This is an optimization exercise on Yosys and OpenROAD, whose aim is small area, a short achievable clock period and few clock cycles per item, not a production implementation.
Function was checked by simulation only, so behaviour that the tests miss may differ from the original.

==> flow/design.v (outline; a module is shown in full before it is edited, if it fits) <==
// module tau_arith: 2046 lines
module tau_arith (
    input  wire        clk,
    input  wire        rst,           
    input  wire        in_valid,
    output wire        in_ready,
    input  wire        in_fn,         
    input  wire [63:0] in_a,
    input  wire [63:0] in_b,
    output reg         out_valid,
    output reg  [63:0] out_result,
    output reg         out_range
);
  // ...
==> flow/run.sh <==
#!/bin/bash
# synth_recipe.tcl (not shown) runs the flow's synth.tcl, then flattens the netlist and writes it again
# the make line also repeats each setting of config.mk as NAME=value (left out here)
make -C /OpenROAD-flow-scripts/flow DESIGN_CONFIG=/design/flow/config.mk WORK_HOME=/design/flow/orfs CLKGATE_MAP_FILE= SYNTH_SCRIPT=/design/flow/synth_recipe.tcl finish
==> flow/config.mk <==
export PLATFORM = sky130hd
export DESIGN_NAME = tau_arith
export DESIGN_NICKNAME = tau_arith
export VERILOG_FILES = /design/flow/design.v
export SDC_FILE = /design/flow/constraint.sdc
export NUM_CORES = 4
export LEC_CHECK = 0
export CAP_MARGIN = 20
export CORE_MARGIN = 2
export CORE_UTILIZATION = 40
export SLEW_MARGIN = 20
==> flow/constraint.sdc <==
create_clock -name core_clock -period 14.0 [get_ports {clk}]
set_input_delay 2.8000 -clock core_clock [delete_from_list [all_inputs] [get_ports {clk}]]
set_output_delay 2.8000 -clock core_clock [all_outputs]
set_load 0.01 [all_outputs]
==> summary.txt, run 1 <==
Crit Path Category: reg -> reg
Seq. cell area: 6660 µm²
Final worst slack: 6580 ps
Slew @ Worst Pin: 1150 ps
Worst min path class: reg -> reg
Area after DPL: 29100 µm²
Synth top area share: 27.7%
Met3 WL post-DR: 5470 µm
R2R Path Start: s1_d[11]$_SDFF_PN0_
RSZ-0062 raised after global routing: false
Register-to-register setup slack: 6580 ps
Outcome: no timing/DRC/antenna violations
Initial DRC count: 1604
Final Cycle Share: 53.0%
Hold endpoint: dq[34]$_DFFE_PP_
Vias in the first global route: 21.4k
Commonest cells after routing, fill and taps aside: inv_1 (518), fa_1 (362), ha_1 (215)
Regs by FF count: out_result: 64 flops, dq: 36 flops
Slew margin rel.: 23.1%
Wire per inst: 24.3 µm
Detail Placement HPWL: 74900 µm
Largest net degree at the start of global routing: 79
Post-cts resize count: 0
Initial Util: 40.6%
Testbench counts, summed over its fixed seeds: cycles 44,315, items 16,000.
==> run 2: changes to the inputs <==
--- a/flow/design.v
+++ b/flow/design.v
@@ -19,59 +19,75 @@
     reg [10:0] s1_kc;            
     reg [31:0] s1_ahi;            
     reg [31:0] s1_d;              
     reg [31:0] s1_bhi;            
     reg [31:0] s1_xlo;            
     reg [29:0] s1_alo;            
     reg        busy;              
     reg  [3:0] cnt;               
-    reg [35:0] dq;                
+    reg [34:0] dq;                
     wire last = (cnt == 4'd1);
     assign in_ready = busy ? last : !(s1_v && !s1_fn && !s1_rng);
     wire [20:0] rem  = out_result[29:9];
-    wire [24:0] rp   = {rem, dq[35:32]};
-    wire [16:0] ge;
+    wire [25:0] rp   = {rem, dq[34:30]};
+    wire [32:0] ge;
     genvar gi;
     assign ge[0]  = 1'b1;
-    assign ge[16] = 1'b0;
+    assign ge[32] = 1'b0;
     generate
-        for (gi = 1; gi < 16; gi = gi + 1) begin : g_cmp
+        for (gi = 1; gi < 32; gi = gi + 1) begin : g_cmp
             assign ge[gi] = (rp >= gi * D5);
         end
     endgenerate
-    wire [15:0] sel = ge[15:0] & ~ge[16:1];
-    reg [3:0]  d;
+    wire [31:0] sel = ge[31:0] & ~ge[32:1];
+    reg [4:0]  d;
     reg [20:0] k, kp;
     integer j;
     always @(*) begin
-        d = 4'd0;
+        d = 5'd0;
         k = 21'd0;
-        for (j = 0; j < 16; j = j + 1) begin
+        for (j = 0; j < 32; j = j + 1) begin
             case (j)
-                4'd0: kp = 21'd0;
-                4'd1: kp = 21'd144027;
-                4'd2: kp = 21'd288054;
-                4'd3: kp = 21'd432081;
-                4'd4: kp = 21'd576108;
-                4'd5: kp = 21'd720135;
-                4'd6: kp = 21'd864162;
-                4'd7: kp = 21'd1008189;
-                4'd8: kp = 21'd1152216;
-                4'd9: kp = 21'd1296243;
-                4'd10: kp = 21'd1440270;
-                4'd11: kp = 21'd1584297;
-                4'd12: kp = 21'd1728324;
-                4'd13: kp = 21'd1872351;
-                4'd14: kp = 21'd2016378;
-                4'd15: kp = 21'd63253;
+                5'd0: kp = 21'd0;
+                5'd1: kp = 21'd144027;
+                5'd2: kp = 21'd288054;
+                5'd3: kp = 21'd432081;
+                5'd4: kp = 21'd576108;
+                5'd5: kp = 21'd720135;
+                5'd6: kp = 21'd864162;
+                5'd7: kp = 21'd1008189;
+                5'd8: kp = 21'd1152216;
+                5'd9: kp = 21'd1296243;
+                5'd10: kp = 21'd1440270;
+                5'd11: kp = 21'd1584297;
+                5'd12: kp = 21'd1728324;
+                5'd13: kp = 21'd1872351;
+                5'd14: kp = 21'd2016378;
+                5'd15: kp = 21'd63253;
+                5'd16: kp = 21'd207280;
+                5'd17: kp = 21'd351307;
+                5'd18: kp = 21'd495334;
+                5'd19: kp = 21'd639361;
+                5'd20: kp = 21'd783388;
+                5'd21: kp = 21'd927415;
+                5'd22: kp = 21'd1071442;
+                5'd23: kp = 21'd1215469;
+                5'd24: kp = 21'd1359496;
+                5'd25: kp = 21'd1503523;
+                5'd26: kp = 21'd1647550;
+                5'd27: kp = 21'd1791577;
+                5'd28: kp = 21'd1935604;
+                5'd29: kp = 21'd2079631;
+                5'd30: kp = 21'd126506;
+                5'd31: kp = 21'd270533;
                 default: kp = 21'd0;
             endcase
             if (sel[j]) begin
-                d = d | j[3:0];
+                d = d | j[4:0];
                 k = k | kp;
             end
         end
     end
     wire [31:0] dn    = ~s1_d;
     wire [31:0] sec_b = out_result[63:32];
     wire sdg_1 = in_a[32] & ~in_b[32];
     wire sdp_2 = in_a[32] ^ ~in_b[32];
@@ -1740,226 +1756,216 @@
     wire skx_1662 = skp_1510 ^ skg_1629;
     wire skx_1663 = skp_1512 ^ skg_1603;
     wire skx_1664 = skp_1514 ^ skg_1631;
     wire skx_1665 = skp_1516 ^ skg_1591;
     wire skx_1666 = skp_1518 ^ skg_1633;
     wire skx_1667 = skp_1520 ^ skg_1605;
     wire skx_1668 = skp_1522 ^ skg_1635;
     wire [31:0] sec_k = {skx_1668, skx_1667, skx_1666, skx_1665, skx_1664, skx_1663, skx_1662, skx_1661, skx_1660, skx_1659, skx_1658, skx_1657, skx_1656, skx_1655, skx_1654, skx_1653, skx_1652, skx_1651, skx_1650, skx_1649, skx_1648, skx_1647, skx_1646, skx_1645, skx_1644, skx_1643, skx_1642, skx_1641, skx_1640, skx_1639, skx_1638, skx_1637};
-    wire shg_1669 = sec_b[4] & dq[0];
-    wire shp_1670 = sec_b[4] ^ dq[0];
-    wire shg_1671 = sec_b[5] & dq[1];
-    wire shp_1672 = sec_b[5] ^ dq[1];
-    wire shg_1673 = sec_b[6] & dq[2];
-    wire shp_1674 = sec_b[6] ^ dq[2];
-    wire shg_1675 = sec_b[7] & dq[3];
-    wire shp_1676 = sec_b[7] ^ dq[3];
-    wire shg_1677 = sec_b[8] & dq[4];
-    wire shp_1678 = sec_b[8] ^ dq[4];
-    wire shg_1679 = sec_b[9] & dq[5];
-    wire shp_1680 = sec_b[9] ^ dq[5];
-    wire shg_1681 = sec_b[10] & dq[6];
-    wire shp_1682 = sec_b[10] ^ dq[6];
-    wire shg_1683 = sec_b[11] & dq[7];
-    wire shp_1684 = sec_b[11] ^ dq[7];
-    wire shg_1685 = sec_b[12] & dq[8];
-    wire shp_1686 = sec_b[12] ^ dq[8];
-    wire shg_1687 = sec_b[13] & dq[9];
-    wire shp_1688 = sec_b[13] ^ dq[9];
-    wire shg_1689 = sec_b[14] & dq[10];
-    wire shp_1690 = sec_b[14] ^ dq[10];
-    wire shg_1691 = sec_b[15] & dq[11];
-    wire shp_1692 = sec_b[15] ^ dq[11];
-    wire shg_1693 = sec_b[16] & dq[12];
-    wire shp_1694 = sec_b[16] ^ dq[12];
-    wire shg_1695 = sec_b[17] & dq[13];
-    wire shp_1696 = sec_b[17] ^ dq[13];
-    wire shg_1697 = sec_b[18] & dq[14];
-    wire shp_1698 = sec_b[18] ^ dq[14];
-    wire shg_1699 = sec_b[19] & dq[15];
-    wire shp_1700 = sec_b[19] ^ dq[15];
-    wire shg_1701 = sec_b[20] & dq[16];
-    wire shp_1702 = sec_b[20] ^ dq[16];
-    wire shg_1703 = sec_b[21] & dq[17];
-    wire shp_1704 = sec_b[21] ^ dq[17];
-    wire shg_1705 = sec_b[22] & dq[18];
-    wire shp_1706 = sec_b[22] ^ dq[18];
-    wire shg_1707 = sec_b[23] & dq[19];
-    wire shp_1708 = sec_b[23] ^ dq[19];
-    wire shg_1709 = sec_b[24] & dq[20];
-    wire shp_1710 = sec_b[24] ^ dq[20];
-    wire shg_1711 = sec_b[25] & dq[21];
-    wire shp_1712 = sec_b[25] ^ dq[21];
-    wire shg_1713 = sec_b[26] & dq[22];
-    wire shp_1714 = sec_b[26] ^ dq[22];
-    wire shg_1715 = sec_b[27] & dq[23];
-    wire shp_1716 = sec_b[27] ^ dq[23];
-    wire shg_1717 = sec_b[28] & dq[24];
-    wire shp_1718 = sec_b[28] ^ dq[24];
-    wire shg_1719 = sec_b[29] & dq[25];
-    wire shp_1720 = sec_b[29] ^ dq[25];
-    wire shg_1721 = sec_b[30] & dq[26];
-    wire shp_1722 = sec_b[30] ^ dq[26];
-    wire shg_1723 = sec_b[31] & dq[27];
-    wire shp_1724 = sec_b[31] ^ dq[27];
-    wire shg_1725 = shg_1671 | (shp_1672 & shg_1669);
-    wire shp_1726 = shp_1672 & shp_1670;
-    wire shg_1727 = shg_1675 | (shp_1676 & shg_1673);
-    wire shp_1728 = shp_1676 & shp_1674;
-    wire shg_1729 = shg_1679 | (shp_1680 & shg_1677);
-    wire shp_1730 = shp_1680 & shp_1678;
-    wire shg_1731 = shg_1683 | (shp_1684 & shg_1681);
-    wire shp_1732 = shp_1684 & shp_1682;
-    wire shg_1733 = shg_1687 | (shp_1688 & shg_1685);
-    wire shp_1734 = shp_1688 & shp_1686;
-    wire shg_1735 = shg_1691 | (shp_1692 & shg_1689);
-    wire shp_1736 = shp_1692 & shp_1690;
-    wire shg_1737 = shg_1695 | (shp_1696 & shg_1693);
-    wire shp_1738 = shp_1696 & shp_1694;
-    wire shg_1739 = shg_1699 | (shp_1700 & shg_1697);
-    wire shp_1740 = shp_1700 & shp_1698;
-    wire shg_1741 = shg_1703 | (shp_1704 & shg_1701);
-    wire shp_1742 = shp_1704 & shp_1702;
-    wire shg_1743 = shg_1707 | (shp_1708 & shg_1705);
-    wire shp_1744 = shp_1708 & shp_1706;
-    wire shg_1745 = shg_1711 | (shp_1712 & shg_1709);
-    wire shp_1746 = shp_1712 & shp_1710;
-    wire shg_1747 = shg_1715 | (shp_1716 & shg_1713);
-    wire shp_1748 = shp_1716 & shp_1714;
-    wire shg_1749 = shg_1719 | (shp_1720 & shg_1717);
-    wire shp_1750 = shp_1720 & shp_1718;
-    wire shg_1751 = shg_1723 | (shp_1724 & shg_1721);
-    wire shp_1752 = shp_1724 & shp_1722;
-    wire shg_1753 = shg_1727 | (shp_1728 & shg_1725);
-    wire shp_1754 = shp_1728 & shp_1726;
-    wire shg_1755 = shg_1731 | (shp_1732 & shg_1729);
-    wire shp_1756 = shp_1732 & shp_1730;
-    wire shg_1757 = shg_1735 | (shp_1736 & shg_1733);
-    wire shp_1758 = shp_1736 & shp_1734;
-    wire shg_1759 = shg_1739 | (shp_1740 & shg_1737);
-    wire shp_1760 = shp_1740 & shp_1738;
-    wire shg_1761 = shg_1743 | (shp_1744 & shg_1741);
-    wire shp_1762 = shp_1744 & shp_1742;
-    wire shg_1763 = shg_1747 | (shp_1748 & shg_1745);
-    wire shp_1764 = shp_1748 & shp_1746;
-    wire shg_1765 = shg_1751 | (shp_1752 & shg_1749);
-    wire shp_1766 = shp_1752 & shp_1750;
-    wire shg_1767 = shg_1755 | (shp_1756 & shg_1753);
-    wire shp_1768 = shp_1756 & shp_1754;
-    wire shg_1769 = shg_1759 | (shp_1760 & shg_1757);
-    wire shp_1770 = shp_1760 & shp_1758;
-    wire shg_1771 = shg_1763 | (shp_1764 & shg_1761);
-    wire shp_1772 = shp_1764 & shp_1762;
-    wire shg_1773 = shg_1769 | (shp_1770 & shg_1767);
-    wire shp_1774 = shp_1770 & shp_1768;
-    wire shg_1775 = shg_1771 | (shp_1772 & shg_1773);
-    wire shp_1776 = shp_1772 & shp_1774;
-    wire shg_1777 = shg_1757 | (shp_1758 & shg_1767);
-    wire shp_1778 = shp_1758 & shp_1768;
-    wire shg_1779 = shg_1761 | (shp_1762 & shg_1773);
-    wire shp_1780 = shp_1762 & shp_1774;
-    wire shg_1781 = shg_1765 | (shp_1766 & shg_1775);
-    wire shp_1782 = shp_1766 & shp_1776;
-    wire shg_1783 = shg_1729 | (shp_1730 & shg_1753);
-    wire shp_1784 = shp_1730 & shp_1754;
-    wire shg_1785 = shg_1733 | (shp_1734 & shg_1767);
-    wire shp_1786 = shp_1734 & shp_1768;
-    wire shg_1787 = shg_1737 | (shp_1738 & shg_1777);
-    wire shp_1788 = shp_1738 & shp_1778;
-    wire shg_1789 = shg_1741 | (shp_1742 & shg_1773);
-    wire shp_1790 = shp_1742 & shp_1774;
-    wire shg_1791 = shg_1745 | (shp_1746 & shg_1779);
-    wire shp_1792 = shp_1746 & shp_1780;
-    wire shg_1793 = shg_1749 | (shp_1750 & shg_1775);
-    wire shp_1794 = shp_1750 & shp_1776;
-    wire shg_1795 = shg_1673 | (shp_1674 & shg_1725);
-    wire shp_1796 = shp_1674 & shp_1726;
-    wire shg_1797 = shg_1677 | (shp_1678 & shg_1753);
-    wire shp_1798 = shp_1678 & shp_1754;
-    wire shg_1799 = shg_1681 | (shp_1682 & shg_1783);
-    wire shp_1800 = shp_1682 & shp_1784;
-    wire shg_1801 = shg_1685 | (shp_1686 & shg_1767);
-    wire shp_1802 = shp_1686 & shp_1768;
-    wire shg_1803 = shg_1689 | (shp_1690 & shg_1785);
-    wire shp_1804 = shp_1690 & shp_1786;
-    wire shg_1805 = shg_1693 | (shp_1694 & shg_1777);
-    wire shp_1806 = shp_1694 & shp_1778;
-    wire shg_1807 = shg_1697 | (shp_1698 & shg_1787);
-    wire shp_1808 = shp_1698 & shp_1788;
-    wire shg_1809 = shg_1701 | (shp_1702 & shg_1773);
-    wire shp_1810 = shp_1702 & shp_1774;
-    wire shg_1811 = shg_1705 | (shp_1706 & shg_1789);
-    wire shp_1812 = shp_1706 & shp_1790;
-    wire shg_1813 = shg_1709 | (shp_1710 & shg_1779);
-    wire shp_1814 = shp_1710 & shp_1780;
-    wire shg_1815 = shg_1713 | (shp_1714 & shg_1791);
-    wire shp_1816 = shp_1714 & shp_1792;
-    wire shg_1817 = shg_1717 | (shp_1718 & shg_1775);
-    wire shp_1818 = shp_1718 & shp_1776;
-    wire shg_1819 = shg_1721 | (shp_1722 & shg_1793);
-    wire shp_1820 = shp_1722 & shp_1794;
-    wire shx_1821 = shp_1670 ^ 1'b0;
-    wire shx_1822 = shp_1672 ^ shg_1669;
-    wire shx_1823 = shp_1674 ^ shg_1725;
-    wire shx_1824 = shp_1676 ^ shg_1795;
-    wire shx_1825 = shp_1678 ^ shg_1753;
-    wire shx_1826 = shp_1680 ^ shg_1797;
-    wire shx_1827 = shp_1682 ^ shg_1783;
-    wire shx_1828 = shp_1684 ^ shg_1799;
-    wire shx_1829 = shp_1686 ^ shg_1767;
-    wire shx_1830 = shp_1688 ^ shg_1801;
-    wire shx_1831 = shp_1690 ^ shg_1785;
-    wire shx_1832 = shp_1692 ^ shg_1803;
-    wire shx_1833 = shp_1694 ^ shg_1777;
-    wire shx_1834 = shp_1696 ^ shg_1805;
-    wire shx_1835 = shp_1698 ^ shg_1787;
-    wire shx_1836 = shp_1700 ^ shg_1807;
-    wire shx_1837 = shp_1702 ^ shg_1773;
-    wire shx_1838 = shp_1704 ^ shg_1809;
-    wire shx_1839 = shp_1706 ^ shg_1789;
-    wire shx_1840 = shp_1708 ^ shg_1811;
-    wire shx_1841 = shp_1710 ^ shg_1779;
-    wire shx_1842 = shp_1712 ^ shg_1813;
-    wire shx_1843 = shp_1714 ^ shg_1791;
-    wire shx_1844 = shp_1716 ^ shg_1815;
-    wire shx_1845 = shp_1718 ^ shg_1775;
-    wire shx_1846 = shp_1720 ^ shg_1817;
-    wire shx_1847 = shp_1722 ^ shg_1793;
-    wire shx_1848 = shp_1724 ^ shg_1819;
-    wire shy_1849 = shp_1670 ^ 1'b1;
-    wire shy_1850 = shp_1672 ^ (shg_1669 | shp_1670);
-    wire shy_1851 = shp_1674 ^ (shg_1725 | shp_1726);
-    wire shy_1852 = shp_1676 ^ (shg_1795 | shp_1796);
-    wire shy_1853 = shp_1678 ^ (shg_1753 | shp_1754);
-    wire shy_1854 = shp_1680 ^ (shg_1797 | shp_1798);
-    wire shy_1855 = shp_1682 ^ (shg_1783 | shp_1784);
-    wire shy_1856 = shp_1684 ^ (shg_1799 | shp_1800);
-    wire shy_1857 = shp_1686 ^ (shg_1767 | shp_1768);
-    wire shy_1858 = shp_1688 ^ (shg_1801 | shp_1802);
-    wire shy_1859 = shp_1690 ^ (shg_1785 | shp_1786);
-    wire shy_1860 = shp_1692 ^ (shg_1803 | shp_1804);
-    wire shy_1861 = shp_1694 ^ (shg_1777 | shp_1778);
-    wire shy_1862 = shp_1696 ^ (shg_1805 | shp_1806);
-    wire shy_1863 = shp_1698 ^ (shg_1787 | shp_1788);
-    wire shy_1864 = shp_1700 ^ (shg_1807 | shp_1808);
-    wire shy_1865 = shp_1702 ^ (shg_1773 | shp_1774);
-    wire shy_1866 = shp_1704 ^ (shg_1809 | shp_1810);
-    wire shy_1867 = shp_1706 ^ (shg_1789 | shp_1790);
-    wire shy_1868 = shp_1708 ^ (shg_1811 | shp_1812);
-    wire shy_1869 = shp_1710 ^ (shg_1779 | shp_1780);
-    wire shy_1870 = shp_1712 ^ (shg_1813 | shp_1814);
-    wire shy_1871 = shp_1714 ^ (shg_1791 | shp_1792);
-    wire shy_1872 = shp_1716 ^ (shg_1815 | shp_1816);
-    wire shy_1873 = shp_1718 ^ (shg_1775 | shp_1776);
-    wire shy_1874 = shp_1720 ^ (shg_1817 | shp_1818);
-    wire shy_1875 = shp_1722 ^ (shg_1793 | shp_1794);
-    wire shy_1876 = shp_1724 ^ (shg_1819 | shp_1820);
-    wire [27:0] ph0 = {shx_1848, shx_1847, shx_1846, shx_1845, shx_1844, shx_1843, shx_1842, shx_1841, shx_1840, shx_1839, shx_1838, shx_1837, shx_1836, shx_1835, shx_1834, shx_1833, shx_1832, shx_1831, shx_1830, shx_1829, shx_1828, shx_1827, shx_1826, shx_1825, shx_1824, shx_1823, shx_1822, shx_1821};
-    wire [27:0] ph1 = {shy_1876, shy_1875, shy_1874, shy_1873, shy_1872, shy_1871, shy_1870, shy_1869, shy_1868, shy_1867, shy_1866, shy_1865, shy_1864, shy_1863, shy_1862, shy_1861, shy_1860, shy_1859, shy_1858, shy_1857, shy_1856, shy_1855, shy_1854, shy_1853, shy_1852, shy_1851, shy_1850, shy_1849};
+    wire shg_1669 = sec_b[5] & dq[0];
+    wire shp_1670 = sec_b[5] ^ dq[0];
+    wire shg_1671 = sec_b[6] & dq[1];
+    wire shp_1672 = sec_b[6] ^ dq[1];
+    wire shg_1673 = sec_b[7] & dq[2];
+    wire shp_1674 = sec_b[7] ^ dq[2];
+    wire shg_1675 = sec_b[8] & dq[3];
+    wire shp_1676 = sec_b[8] ^ dq[3];
+    wire shg_1677 = sec_b[9] & dq[4];
+    wire shp_1678 = sec_b[9] ^ dq[4];
+    wire shg_1679 = sec_b[10] & dq[5];
+    wire shp_1680 = sec_b[10] ^ dq[5];
+    wire shg_1681 = sec_b[11] & dq[6];
+    wire shp_1682 = sec_b[11] ^ dq[6];
+    wire shg_1683 = sec_b[12] & dq[7];
+    wire shp_1684 = sec_b[12] ^ dq[7];
+    wire shg_1685 = sec_b[13] & dq[8];
+    wire shp_1686 = sec_b[13] ^ dq[8];
+    wire shg_1687 = sec_b[14] & dq[9];
+    wire shp_1688 = sec_b[14] ^ dq[9];
+    wire shg_1689 = sec_b[15] & dq[10];
+    wire shp_1690 = sec_b[15] ^ dq[10];
+    wire shg_1691 = sec_b[16] & dq[11];
+    wire shp_1692 = sec_b[16] ^ dq[11];
+    wire shg_1693 = sec_b[17] & dq[12];
+    wire shp_1694 = sec_b[17] ^ dq[12];
+    wire shg_1695 = sec_b[18] & dq[13];
+    wire shp_1696 = sec_b[18] ^ dq[13];
+    wire shg_1697 = sec_b[19] & dq[14];
+    wire shp_1698 = sec_b[19] ^ dq[14];
+    wire shg_1699 = sec_b[20] & dq[15];
+    wire shp_1700 = sec_b[20] ^ dq[15];
+    wire shg_1701 = sec_b[21] & dq[16];
+    wire shp_1702 = sec_b[21] ^ dq[16];
+    wire shg_1703 = sec_b[22] & dq[17];
+    wire shp_1704 = sec_b[22] ^ dq[17];
+    wire shg_1705 = sec_b[23] & dq[18];
+    wire shp_1706 = sec_b[23] ^ dq[18];
+    wire shg_1707 = sec_b[24] & dq[19];
+    wire shp_1708 = sec_b[24] ^ dq[19];
+    wire shg_1709 = sec_b[25] & dq[20];
+    wire shp_1710 = sec_b[25] ^ dq[20];
+    wire shg_1711 = sec_b[26] & dq[21];
+    wire shp_1712 = sec_b[26] ^ dq[21];
+    wire shg_1713 = sec_b[27] & dq[22];
+    wire shp_1714 = sec_b[27] ^ dq[22];
+    wire shg_1715 = sec_b[28] & dq[23];
+    wire shp_1716 = sec_b[28] ^ dq[23];
+    wire shg_1717 = sec_b[29] & dq[24];
+    wire shp_1718 = sec_b[29] ^ dq[24];
+    wire shg_1719 = sec_b[30] & dq[25];
+    wire shp_1720 = sec_b[30] ^ dq[25];
+    wire shg_1721 = sec_b[31] & dq[26];
+    wire shp_1722 = sec_b[31] ^ dq[26];
+    wire shg_1723 = shg_1671 | (shp_1672 & shg_1669);
+    wire shp_1724 = shp_1672 & shp_1670;
+    wire shg_1725 = shg_1675 | (shp_1676 & shg_1673);
+    wire shp_1726 = shp_1676 & shp_1674;
+    wire shg_1727 = shg_1679 | (shp_1680 & shg_1677);
+    wire shp_1728 = shp_1680 & shp_1678;
+    wire shg_1729 = shg_1683 | (shp_1684 & shg_1681);
+    wire shp_1730 = shp_1684 & shp_1682;
+    wire shg_1731 = shg_1687 | (shp_1688 & shg_1685);
+    wire shp_1732 = shp_1688 & shp_1686;
+    wire shg_1733 = shg_1691 | (shp_1692 & shg_1689);
+    wire shp_1734 = shp_1692 & shp_1690;
+    wire shg_1735 = shg_1695 | (shp_1696 & shg_1693);
+    wire shp_1736 = shp_1696 & shp_1694;
+    wire shg_1737 = shg_1699 | (shp_1700 & shg_1697);
+    wire shp_1738 = shp_1700 & shp_1698;
+    wire shg_1739 = shg_1703 | (shp_1704 & shg_1701);
+    wire shp_1740 = shp_1704 & shp_1702;
+    wire shg_1741 = shg_1707 | (shp_1708 & shg_1705);
+    wire shp_1742 = shp_1708 & shp_1706;
+    wire shg_1743 = shg_1711 | (shp_1712 & shg_1709);
+    wire shp_1744 = shp_1712 & shp_1710;
+    wire shg_1745 = shg_1715 | (shp_1716 & shg_1713);
+    wire shp_1746 = shp_1716 & shp_1714;
+    wire shg_1747 = shg_1719 | (shp_1720 & shg_1717);
+    wire shp_1748 = shp_1720 & shp_1718;
+    wire shg_1749 = shg_1725 | (shp_1726 & shg_1723);
+    wire shp_1750 = shp_1726 & shp_1724;
+    wire shg_1751 = shg_1729 | (shp_1730 & shg_1727);
+    wire shp_1752 = shp_1730 & shp_1728;
+    wire shg_1753 = shg_1733 | (shp_1734 & shg_1731);
+    wire shp_1754 = shp_1734 & shp_1732;
+    wire shg_1755 = shg_1737 | (shp_1738 & shg_1735);
+    wire shp_1756 = shp_1738 & shp_1736;
+    wire shg_1757 = shg_1741 | (shp_1742 & shg_1739);
+    wire shp_1758 = shp_1742 & shp_1740;
+    wire shg_1759 = shg_1745 | (shp_1746 & shg_1743);
+    wire shp_1760 = shp_1746 & shp_1744;
+    wire shg_1761 = shg_1751 | (shp_1752 & shg_1749);
+    wire shp_1762 = shp_1752 & shp_1750;
+    wire shg_1763 = shg_1755 | (shp_1756 & shg_1753);
+    wire shp_1764 = shp_1756 & shp_1754;
+    wire shg_1765 = shg_1759 | (shp_1760 & shg_1757);
+    wire shp_1766 = shp_1760 & shp_1758;
+    wire shg_1767 = shg_1763 | (shp_1764 & shg_1761);
+    wire shp_1768 = shp_1764 & shp_1762;
+    wire shg_1769 = shg_1765 | (shp_1766 & shg_1767);
+    wire shp_1770 = shp_1766 & shp_1768;
+    wire shg_1771 = shg_1753 | (shp_1754 & shg_1761);
+    wire shp_1772 = shp_1754 & shp_1762;
+    wire shg_1773 = shg_1757 | (shp_1758 & shg_1767);
+    wire shp_1774 = shp_1758 & shp_1768;
+    wire shg_1775 = shg_1727 | (shp_1728 & shg_1749);
+    wire shp_1776 = shp_1728 & shp_1750;
+    wire shg_1777 = shg_1731 | (shp_1732 & shg_1761);
+    wire shp_1778 = shp_1732 & shp_1762;
+    wire shg_1779 = shg_1735 | (shp_1736 & shg_1771);
+    wire shp_1780 = shp_1736 & shp_1772;
+    wire shg_1781 = shg_1739 | (shp_1740 & shg_1767);
+    wire shp_1782 = shp_1740 & shp_1768;
+    wire shg_1783 = shg_1743 | (shp_1744 & shg_1773);
+    wire shp_1784 = shp_1744 & shp_1774;
+    wire shg_1785 = shg_1747 | (shp_1748 & shg_1769);
+    wire shp_1786 = shp_1748 & shp_1770;
+    wire shg_1787 = shg_1673 | (shp_1674 & shg_1723);
+    wire shp_1788 = shp_1674 & shp_1724;
+    wire shg_1789 = shg_1677 | (shp_1678 & shg_1749);
+    wire shp_1790 = shp_1678 & shp_1750;
+    wire shg_1791 = shg_1681 | (shp_1682 & shg_1775);
+    wire shp_1792 = shp_1682 & shp_1776;
+    wire shg_1793 = shg_1685 | (shp_1686 & shg_1761);
+    wire shp_1794 = shp_1686 & shp_1762;
+    wire shg_1795 = shg_1689 | (shp_1690 & shg_1777);
+    wire shp_1796 = shp_1690 & shp_1778;
+    wire shg_1797 = shg_1693 | (shp_1694 & shg_1771);
+    wire shp_1798 = shp_1694 & shp_1772;
+    wire shg_1799 = shg_1697 | (shp_1698 & shg_1779);
+    wire shp_1800 = shp_1698 & shp_1780;
+    wire shg_1801 = shg_1701 | (shp_1702 & shg_1767);
+    wire shp_1802 = shp_1702 & shp_1768;
+    wire shg_1803 = shg_1705 | (shp_1706 & shg_1781);
+    wire shp_1804 = shp_1706 & shp_1782;
+    wire shg_1805 = shg_1709 | (shp_1710 & shg_1773);
+    wire shp_1806 = shp_1710 & shp_1774;
+    wire shg_1807 = shg_1713 | (shp_1714 & shg_1783);
+    wire shp_1808 = shp_1714 & shp_1784;
+    wire shg_1809 = shg_1717 | (shp_1718 & shg_1769);
+    wire shp_1810 = shp_1718 & shp_1770;
+    wire shg_1811 = shg_1721 | (shp_1722 & shg_1785);
+    wire shp_1812 = shp_1722 & shp_1786;
+    wire shx_1813 = shp_1670 ^ 1'b0;
+    wire shx_1814 = shp_1672 ^ shg_1669;
+    wire shx_1815 = shp_1674 ^ shg_1723;
+    wire shx_1816 = shp_1676 ^ shg_1787;
+    wire shx_1817 = shp_1678 ^ shg_1749;
+    wire shx_1818 = shp_1680 ^ shg_1789;
+    wire shx_1819 = shp_1682 ^ shg_1775;
+    wire shx_1820 = shp_1684 ^ shg_1791;
+    wire shx_1821 = shp_1686 ^ shg_1761;
+    wire shx_1822 = shp_1688 ^ shg_1793;
+    wire shx_1823 = shp_1690 ^ shg_1777;
+    wire shx_1824 = shp_1692 ^ shg_1795;
+    wire shx_1825 = shp_1694 ^ shg_1771;
+    wire shx_1826 = shp_1696 ^ shg_1797;
+    wire shx_1827 = shp_1698 ^ shg_1779;
+    wire shx_1828 = shp_1700 ^ shg_1799;
+    wire shx_1829 = shp_1702 ^ shg_1767;
+    wire shx_1830 = shp_1704 ^ shg_1801;
+    wire shx_1831 = shp_1706 ^ shg_1781;
+    wire shx_1832 = shp_1708 ^ shg_1803;
+    wire shx_1833 = shp_1710 ^ shg_1773;
+    wire shx_1834 = shp_1712 ^ shg_1805;
+    wire shx_1835 = shp_1714 ^ shg_1783;
+    wire shx_1836 = shp_1716 ^ shg_1807;
+    wire shx_1837 = shp_1718 ^ shg_1769;
+    wire shx_1838 = shp_1720 ^ shg_1809;
+    wire shx_1839 = shp_1722 ^ shg_1785;
+    wire shy_1840 = shp_1670 ^ 1'b1;
+    wire shy_1841 = shp_1672 ^ (shg_1669 | shp_1670);
+    wire shy_1842 = shp_1674 ^ (shg_1723 | shp_1724);
+    wire shy_1843 = shp_1676 ^ (shg_1787 | shp_1788);
+    wire shy_1844 = shp_1678 ^ (shg_1749 | shp_1750);
+    wire shy_1845 = shp_1680 ^ (shg_1789 | shp_1790);
+    wire shy_1846 = shp_1682 ^ (shg_1775 | shp_1776);
+    wire shy_1847 = shp_1684 ^ (shg_1791 | shp_1792);
+    wire shy_1848 = shp_1686 ^ (shg_1761 | shp_1762);
+    wire shy_1849 = shp_1688 ^ (shg_1793 | shp_1794);
+    wire shy_1850 = shp_1690 ^ (shg_1777 | shp_1778);
+    wire shy_1851 = shp_1692 ^ (shg_1795 | shp_1796);
+    wire shy_1852 = shp_1694 ^ (shg_1771 | shp_1772);
+    wire shy_1853 = shp_1696 ^ (shg_1797 | shp_1798);
+    wire shy_1854 = shp_1698 ^ (shg_1779 | shp_1780);
+    wire shy_1855 = shp_1700 ^ (shg_1799 | shp_1800);
+    wire shy_1856 = shp_1702 ^ (shg_1767 | shp_1768);
+    wire shy_1857 = shp_1704 ^ (shg_1801 | shp_1802);
+    wire shy_1858 = shp_1706 ^ (shg_1781 | shp_1782);
+    wire shy_1859 = shp_1708 ^ (shg_1803 | shp_1804);
+    wire shy_1860 = shp_1710 ^ (shg_1773 | shp_1774);
+    wire shy_1861 = shp_1712 ^ (shg_1805 | shp_1806);
+    wire shy_1862 = shp_1714 ^ (shg_1783 | shp_1784);
+    wire shy_1863 = shp_1716 ^ (shg_1807 | shp_1808);
+    wire shy_1864 = shp_1718 ^ (shg_1769 | shp_1770);
+    wire shy_1865 = shp_1720 ^ (shg_1809 | shp_1810);
+    wire shy_1866 = shp_1722 ^ (shg_1785 | shp_1786);
+    wire [26:0] ph0 = {shx_1839, shx_1838, shx_1837, shx_1836, shx_1835, shx_1834, shx_1833, shx_1832, shx_1831, shx_1830, shx_1829, shx_1828, shx_1827, shx_1826, shx_1825, shx_1824, shx_1823, shx_1822, shx_1821, shx_1820, shx_1819, shx_1818, shx_1817, shx_1816, shx_1815, shx_1814, shx_1813};
+    wire [26:0] ph1 = {shy_1866, shy_1865, shy_1864, shy_1863, shy_1862, shy_1861, shy_1860, shy_1859, shy_1858, shy_1857, shy_1856, shy_1855, shy_1854, shy_1853, shy_1852, shy_1851, shy_1850, shy_1849, shy_1848, shy_1847, shy_1846, shy_1845, shy_1844, shy_1843, shy_1842, shy_1841, shy_1840};
     wire        in_abad = (in_a[31:0] >= NS_PER_SEC);
     wire        in_bbad = (in_b[31:0] >= NS_PER_SEC);
     wire        in_m1   = (&in_b[63:31]) | ~(|in_b[63:31]);    
     wire        in_m3   = (&in_b[63:40]) | ~(|in_b[63:40]);    
     wire [3:0]  in_k    = {in_fn, ~in_fn & ~in_m3, ~in_fn & ~in_m1 & in_m3, ~in_fn & in_m1};
     always @(posedge clk) begin
         s1_fn  <= in_fn;
         s1_rng <= in_abad | (in_fn & in_bbad);
@@ -1983,41 +1989,41 @@
         s1_alo <= in_a[29:0];
         if (rst)
             s1_v <= 1'b0;
         else
             s1_v <= in_valid & in_ready;
     end
     wire [55:0] u_v = sum[64:9];
     reg  [20:0] r_init;
-    reg  [35:0] dq_init;
+    reg  [34:0] dq_init;
     reg  [3:0]  cnt_init;
     always @(*) begin
         if (s1_m1) begin
-            r_init   = u_v[24:4];
-            dq_init  = {u_v[3:0], 32'd0};
+            r_init   = {1'b0, u_v[24:5]};
+            dq_init  = {u_v[4:0], 30'd0};
             cnt_init = 4'd1;
         end else if (s1_m3) begin
-            r_init   = u_v[32:12];
-            dq_init  = {u_v[11:0], 24'd0};
+            r_init   = {3'b0, u_v[32:15]};
+            dq_init  = {u_v[14:0], 20'd0};
             cnt_init = 4'd3;
         end else begin
-            r_init   = {1'b0, u_v[55:36]};
-            dq_init  = u_v[35:0];
-            cnt_init = 4'd9;
+            r_init   = u_v[55:35];
+            dq_init  = u_v[34:0];
+            cnt_init = 4'd7;
         end
     end
-    wire [4:0]  pl    = {1'b0, sec_b[3:0]} + {1'b0, d};
-    wire [31:0] sec_v = {pl[4] ? ph1 : ph0, pl[3:0]};
+    wire [5:0]  pl    = {1'b0, sec_b[4:0]} + {1'b0, d};
+    wire [31:0] sec_v = {pl[5] ? ph1 : ph0, pl[4:0]};
     always @(posedge clk) begin
         if (rst) begin
             busy      <= 1'b0;
             out_valid <= 1'b0;
         end else if (busy) begin
-            dq  <= {dq[31:0], d};
+            dq  <= {dq[29:0], d};
             cnt <= cnt - 4'd1;
             out_result[29:9] <= r_step;
             if (last) begin
                 out_result[63:32] <= sec_v;
                 busy      <= 1'b0;
                 out_valid <= 1'b1;
                 out_range <= 1'b0;
             end else begin
==> summary.txt, run 2 <==
Synth Area in Compound Gates: 13.4%
Max cap viols: 0
Most frequent cell after synthesis: inv_1
Die Span Y: 268 µm
Core Area: 68700 µm²
Final net count: 3790
Filler instances: 6670
Hold_buf cts: 0
Sequential share of the synthesized area: 23.8%
DRT Pass-1 Iters: 8
Largest net degree at the start of global routing: 62 (-22%)
Clock sinks: 279
Vias in the first global route: 23.5k (+9.7%)
Antenna violations before repair: 0
Synthesized cell area: 27800 µm²
Setup TNS: 0 ps
R2R Path End: out_result[24]$_DFFE_PP_
Initial Util: 40.4% (-0.11 points)
DRT antenna net count: 0
Post-cts resize count: 0 (unchanged)
Site row count: 96
CP Capture Type: register
Final setup fails: 0
Worst-Skew Late Latency: 590 ps
Worst-path clk slew: 70 ps
Max reg flops: 64
Ratio of cells with drive above 1 in the final layout: 4.83%
Post-CTS setup buffer count: 0
Total gr overflow: 0
Register-to-register setup slack: 6510 ps (-70 ps)
Area grow syn2layout: 14.7%
Final Max Tran Viols: 0
R2R Path Start: s1_d[14]$_SDFF_PN0_
Average via count per standard cell: 5.60
Outcome: no timing/DRC/antenna violations
Synth top area share: 26.1% (-1.6 points)
Simple-Gate Fraction of Synth Area: 13.8%
Synth Flop Type: dfxtp_1
Io pins: 199
RSZ-0062 raised after global routing: false
Commonest non-fill, non-tap cell in the layout: inv_1
Commonest cells after routing, fill and taps aside: inv_1 (493), fa_1 (362), nor2_1 (226)
Root Buffer: clkbuf_16
Detail Placement HPWL: 81400 µm (+8.7%)
RePlAce Congestion: 1.00
Top cells by area, synth: fa_1 (26%), dfxtp_1 (13%), edfxtp_1 (11%)
Worst-case clock buffer depth: 3
Most flop-heavy register: out_result
Post-Synth Adder-Cell Area: 35.8%
Post-Syn Nets: 3626
Hold Fails Final Rpt: 0
Final Cycle Share: 53.5% (+0.50 points)
Crit Path Category: reg -> reg
Worst Hold Depth: 2
Reg2Reg Depth: 24
Slew margin rel.: 14.9% (-8.1 points)
Post-synthesis xor/xnor area fraction: 4.34%
Fin crit period: 7490 ps
Chip width: 268 µm
Synth unique cells: 94
GRT Total Usage: 27.8%
H-tree lvl count: 1
Clock skew: 18.5 ps
Final WL: 99300 µm
Total CTS buffers: 30
Peak fanout along the critical path: 6
Worst min path class: reg -> reg
Ys async rst share: 0%
#FFs+latches synth: 279
Largest area contributor in the netlist: fa_1
Startpoint types: register
Multiplexer fraction of the synthesized cell area: 0.567%
Initial DRC count: 2362 (+47%)
First-pass GRT wire length: 149000 µm
Slew @ Worst Pin: 1270 ps (+123 ps)
Cells after synthesis: 2917
Diode count: 0
Synth top cells by count: inv_1 (493), fa_1 (362), nor2_1 (226), ha_1 (215), dfxtp_1 (175)
Hold endpoint: dq[34]$_DFFE_PP_
Port Buffers: 198
Hold path start: dq[29]$_DFFE_PP_
Synth warn: 1
Fmax achieved: 133 MHz
Number of flops mapped to enable cells by yosys: 104
Post-Syn Area per Cell: 9.53 µm²
Area of the die: 71600 µm²
CTS tree: built
Required @ worst endpoint: 14430 ps
Regs by FF count: out_result: 64 flops, dq: 35 flops
Wire per inst: 24.6 µm (+1.2%)
Total vias in the final route: 22.6k
Worst path arrival time: 7920 ps
Largest family of logic cells by synthesized area: adder cells
Drt drc: 0
[run 2: changes by cell type after synthesis, moves of 9 or more]
cell,before,now
nand2_1,122,148
nor3_1,35,57
buf_2,10,19
a2111oi_0,0,11
or4_1,4,15
nand2b_1,9,26
nor2_1,197,226
inv_1,519,493
a21oi_1,121,141
or3_1,11,28
[run 2: per-stage QoR]
| step | hold WS, ps | worst slack [ps] | instance area, µm² | cells | util [%] |
|---|---|---|---|---|---|
| floorplan | 500 | 7450 | 27800 | 2917 | - |
| global placement | 523 | 6560 | 30800 | 3980 | 44.8 |
| detailed placement | 521 | 6590 | 30800 | 3980 | 44.9 |
| CTS | 534 | 6540 | 31900 | 4035 | 46.4 |
| global route | 597 | 6090 | 31900 | 4035 | 46.4 |
| finish | 525 | 6510 | 31900 | 4035 | 46.4 |
[run 2: metal layers]
metal  routed length (µm)  global-route usage [%]
met5                    0                       0
met3                 5830                    2.95
met4                 5240                    12.8
met2                48600                    48.2
met1                39700                    34.8
[run 2: layout make-up]
class                   instances  area, µm²  share of cell area, %
repair buffers                239       2290                   7.18
flip-flops and latches        279       6630                   20.8
inverters                     497       1870                   5.85
multi-input cells            2034      18900                   59.2
clock buffers                  45        972                   3.05
clock inverters                10       85.1                  0.267
well taps                     931       1160                   3.65
[run 2: kinds of logic after synthesis]
| group | after synthesis |
|---|---|
| buffers and inverters | 604 |
| adder cells (fa/ha/maj) | 577 |
| AND/OR/NAND/NOR | 748 |
| XOR/XNOR | 136 |
| multiplexers | 15 |
| flip-flops | 279 |
| AO/OA/AOI/OAI | 558 |
[run 2: worst max path at each step]
stage / startpoint / to / slack [ps] / depth (start not counted)
detailed placement: s1_d[19]$_SDFF_PN0_ / out_result[26]$_DFFE_PP_ / 6590 / 23
CTS: s1_d[14]$_SDFF_PN0_ / out_result[26]$_DFFE_PP_ / 6540 / 24
floorplan: s1_kc[0]$_DFF_P_ / out_result[26]$_DFFE_PP_ / 7450 / 25
finish: s1_d[14]$_SDFF_PN0_ / out_result[24]$_DFFE_PP_ / 6510 / 24
global route: s1_d[14]$_SDFF_PN0_ / out_result[26]$_DFFE_PP_ / 6090 / 24
global placement: s1_d[14]$_SDFF_PN0_ / out_result[26]$_DFFE_PP_ / 6560 / 24
[run 2: worst max-delay path: stages (launching register included)]
cell and delay (ps):
dfxtp_1 590, inv_1 330, fa_1 600, inv_1 50
fa_1 470, inv_1 50, fa_1 380, fa_1 550
fa_1 430, ha_1 380, a21o_1 190, a21o_1 180
a21oi_1 130, o21ai_0 200, a21oi_1 210, o21ai_0 160
a31o_2 320, a41o_1 300, a31o_2 270, fa_1 370
xor2_1 560, o21ai_0 140, o21ai_0 170, o21ai_0 100
o22ai_1 170
Testbench counts of run 2, summed over its fixed seeds: cycles 40,239, items 16,000.
==> run 3: changes to the inputs <==
==> flow/flow/run.sh (new file) <==
#!/bin/bash
# The standard layout, with repair_timing asked for more setup slack than the
# clock period needs, so that it sizes the critical paths up.
set -euo pipefail
bash standard.sh SETUP_SLACK_MARGIN=7 finish > standard_make.log 2>&1
==> flow/standard.sh (new file) <==
#!/bin/bash
# synth_recipe.tcl (not shown) runs the flow's synth.tcl, then flattens the netlist and writes it again
# the make line also repeats each setting of config.mk as NAME=value (left out here)
make -C /OpenROAD-flow-scripts/flow DESIGN_CONFIG=/design/flow/config.mk WORK_HOME=/design/flow/orfs CLKGATE_MAP_FILE= SYNTH_SCRIPT=/design/flow/synth_recipe.tcl "${@:-finish}"
removed: flow/run.sh
==> summary.txt, run 3 <==
Worst-Skew Late Latency: 590 ps (about the same)
CP Capture Type: register
Total gr overflow: 0 (unchanged)
R2R Path End: out_result[56]$_DFFE_PP_
DRT Pass-1 Iters: 6 (-2)
Root Buffer: clkbuf_16
Slew margin rel.: 29.4% (+14 points)
Average via count per standard cell: 5.59 (-0.15%)
First-pass GRT wire length: 149000 µm (+0.32%)
Max reg flops: 64 (unchanged)
Register-to-register setup slack: 7150 ps (+640 ps)
Worst path arrival time: 7170 ps (-750 ps)
#FFs+latches synth: 279 (unchanged)
RSZ-0062 raised after global routing: true
Worst Hold Depth: 2 (unchanged)
Cells after synthesis: 2917 (unchanged)
Vias in the first global route: 23.6k (+0.44%)
Worst-path clk slew: 70 ps (about the same)
Final Cycle Share: 49.0% (-4.6 points)
CTS tree: built
Synth unique cells: 94 (unchanged)
Synthesized cell area: 27800 µm² (unchanged)
Peak fanout along the critical path: 31 (+25)
Total vias in the final route: 22.8k (+1.1%)
Synth Flop Type: dfxtp_1
Io pins: 199 (unchanged)
Core Area: 68700 µm² (unchanged)
Worst min path class: reg -> reg
Ratio of cells with drive above 1 in the final layout: 8.31% (+3.5 points)
Top cells by area, synth: fa_1 (26%), dfxtp_1 (13%), edfxtp_1 (11%)
Area of the die: 71600 µm² (unchanged)
RePlAce Congestion: 1.00 (unchanged)
Sequential share of the synthesized area: 23.8% (unchanged)
Commonest non-fill, non-tap cell in the layout: inv_1
Worst-case clock buffer depth: 3 (unchanged)
Most flop-heavy register: out_result
Hold endpoint: dq[34]$_DFFE_PP_
Final Max Tran Viols: 0 (unchanged)
Antenna violations before repair: 0 (unchanged)
Hold path start: dq[29]$_DFFE_PP_
Hold Fails Final Rpt: 0 (unchanged)
Initial DRC count: 2214 (-6.3%)
R2R Path Start: out_result[16]$_DFFE_PP_
Filler instances: 6623 (-0.70%)
Seq. cell area: 6680 µm² (+0.74%)
Crit Path Category: reg -> reg
Required @ worst endpoint: 14310 ps (-120 ps)
Fin crit period: 6850 ps (-638 ps)
GRT Total Usage: 27.9% (+0.084 points)
Final WL: 99800 µm (+0.53%)
Detail Placement HPWL: 81400 µm (unchanged)
Inst Count DP: 3980 (unchanged)
Fmax achieved: 146 MHz (+9.3%)
Drt drc: 0 (unchanged)
Wire per inst: 24.4 µm (-0.70%)
Post-Syn Nets: 3626 (unchanged)
Slew @ Worst Pin: 1060 ps (-218 ps)
Synth warn: 1 (unchanged)
Port Buffers: 198 (unchanged)
Most frequent cell after synthesis: inv_1
Setup TNS: 0 ps (unchanged)
Largest net degree at the start of global routing: 62 (unchanged)
Synth top area share: 26.1% (unchanged)
Startpoint types: register
Finished Layout Cells: 4085 (+1.2%)
DRT antenna net count: 0 (unchanged)
Diode count: 0 (unchanged)
Number of flops mapped to enable cells by yosys: 104 (unchanged)
Site row count: 96 (unchanged)
Chip width: 268 µm (unchanged)
Die Span Y: 268 µm (unchanged)
Clock skew: 16.5 ps (-2.05 ps)
Final setup fails: 0 (unchanged)
H-tree lvl count: 1 (unchanged)
Clock sinks: 279 (unchanged)
Total CTS buffers: 30 (unchanged)
Synth top cells by count: inv_1 (493), fa_1 (362), nor2_1 (226), ha_1 (215), dfxtp_1 (175)
Largest area contributor in the netlist: fa_1
Final net count: 3840 (+1.3%)
Outcome: no timing/DRC/antenna violations
Post-Syn Area per Cell: 9.53 µm² (unchanged)
Area occupied by multi-input gates: 19000 µm² (+0.87%)
Commonest cells after routing, fill and taps aside: inv_1 (477), fa_1 (361), nor2_1 (225)
Initial Util: 40.4% (unchanged)
Reg2Reg Depth: 19 (-21%)
Regs by FF count: out_result: 64 flops, dq: 35 flops
Ys async rst share: 0% (unchanged)
Area grow syn2layout: 17.2%
Max cap viols: 0 (unchanged)
[run 3: cell counts after synthesis]
No cell type changed its count.
[run 3: area by class of cell]
type                    count  area share [%]
multi-input cells        2034            58.5
flip-flops and latches    279            20.5
repair buffers            289            8.29
inverters                 497            5.91
well taps                 931            3.58
clock buffers              45            2.99
clock inverters            10           0.261
[run 3: routing by layer]
layer / vias to the layer above / GRT usage, % / wire, µm
met2: 1001 / 48.2 / 48700
met3: 250 / 3.06 / 6180
met4: 0 / 13.1 / 5640
li1: 10300 / - / -
met1: 11300 / 34.9 / 39200
met5: - / 0 / 0
[run 3: how the worst max path moves through the flow]
stage	startpoint	to	slack (ps)	depth (start not counted)
global placement	s1_d[14]$_SDFF_PN0_	out_result[26]$_DFFE_PP_	6560	24
detailed placement	s1_d[19]$_SDFF_PN0_	out_result[26]$_DFFE_PP_	6590	23
floorplan	s1_kc[0]$_DFF_P_	out_result[26]$_DFFE_PP_	7450	25
global route	s1_d[18]$_SDFF_PN0_	out_result[26]$_DFFE_PP_	6920	24
CTS	s1_d[19]$_SDFF_PN0_	out_result[26]$_DFFE_PP_	7000	23
finish	out_result[16]$_DFFE_PP_	out_result[56]$_DFFE_PP_	7150	19
[run 3: repair_timing]
item	4_1_cts	5_1_grt
hold buffers	0	0
setup buffers	12	38
gates resized for setup	25	57
pin swaps	0	3
setup endpoints to repair	28	32
[run 3: critical path, cell delays in order (launching register included)]
cell       delay (ps)
edfxtp_1          320
buf_4             380
nand4b_1          280
a311oi_1          580
o21ai_0           250
a211o_1           420
and3_1            260
or4_4             520
or4_4             560
ha_1              290
a21o_1            120
a21o_1            170
a2111oi_1         120
or4b_2            710
o21ai_1           460
a2111oi_2         150
o41ai_1           540
a21oi_1           160
xor2_1            170
o22ai_1           100
[run 3: cell families after synthesis]
group                      count (synthesis)  share of synthesized area, %
xor gates and xnor gates                 136                          4.34
buffers and inverters                    604                          8.35
adders and majority gates                577                          35.8
AOI/OAI and AO/OA                        558                          13.4
DFF                                      279                          23.8
and+or+nand+nor                          748                          13.8
muxes                                     15                         0.567
[run 3: per-stage QoR]
stage | instance area, µm² | hold WS [ps] | utilization, % | worst slack (ps)
3_3_place_gp | 30800 | 523 | 44.8 | 6560
2_1_floorplan | 27800 | 500 | - | 7450
4_1_cts | 32000 | 534 | 46.6 | 7000
6_report | 32600 | 527 | 47.4 | 7150
3_5_place_dp | 30800 | 521 | 44.9 | 6590
5_1_grt | 32600 | 597 | 47.4 | 6920

## what the ideal ports hide
How much do the figures lean on ideal ports? The routed layouts below were timed once more, with nothing changed but the port constraints. Step 1: set_driving_cell puts a clkbuf_16 on clk and a buf_2 on each other input, an assumption about the parent block. Step 2 times the ports against the registers' clock, not the clock port: input delays grow and output delays shrink by t, the midpoint of the rising clock arrivals with the driver on. a / b / c = ideal ports / drivers / drivers and shift; a / b = the first two.
run | t, ns | setup WS [ns] | latest minus earliest clock arrival (ns) | slew at the worst register clock pin (ns)
run 1 | 0.604 | 6.578 / 6.578 / 6.578 | 0.026 / 0.026 | 0.06 / 0.06
run 2 | 0.646 | 6.508 / 6.508 / 6.508 | 0.018 / 0.018 | 0.07 / 0.07
run 3 | 0.647 | 7.146 / 7.146 / 6.968 | 0.016 / 0.017 | 0.07 / 0.07
After both steps every run listed still meets setup and hold. The setup slack of run 3, which loses most, moves by 0.000 ns with the drivers and by -0.178 ns with both steps.
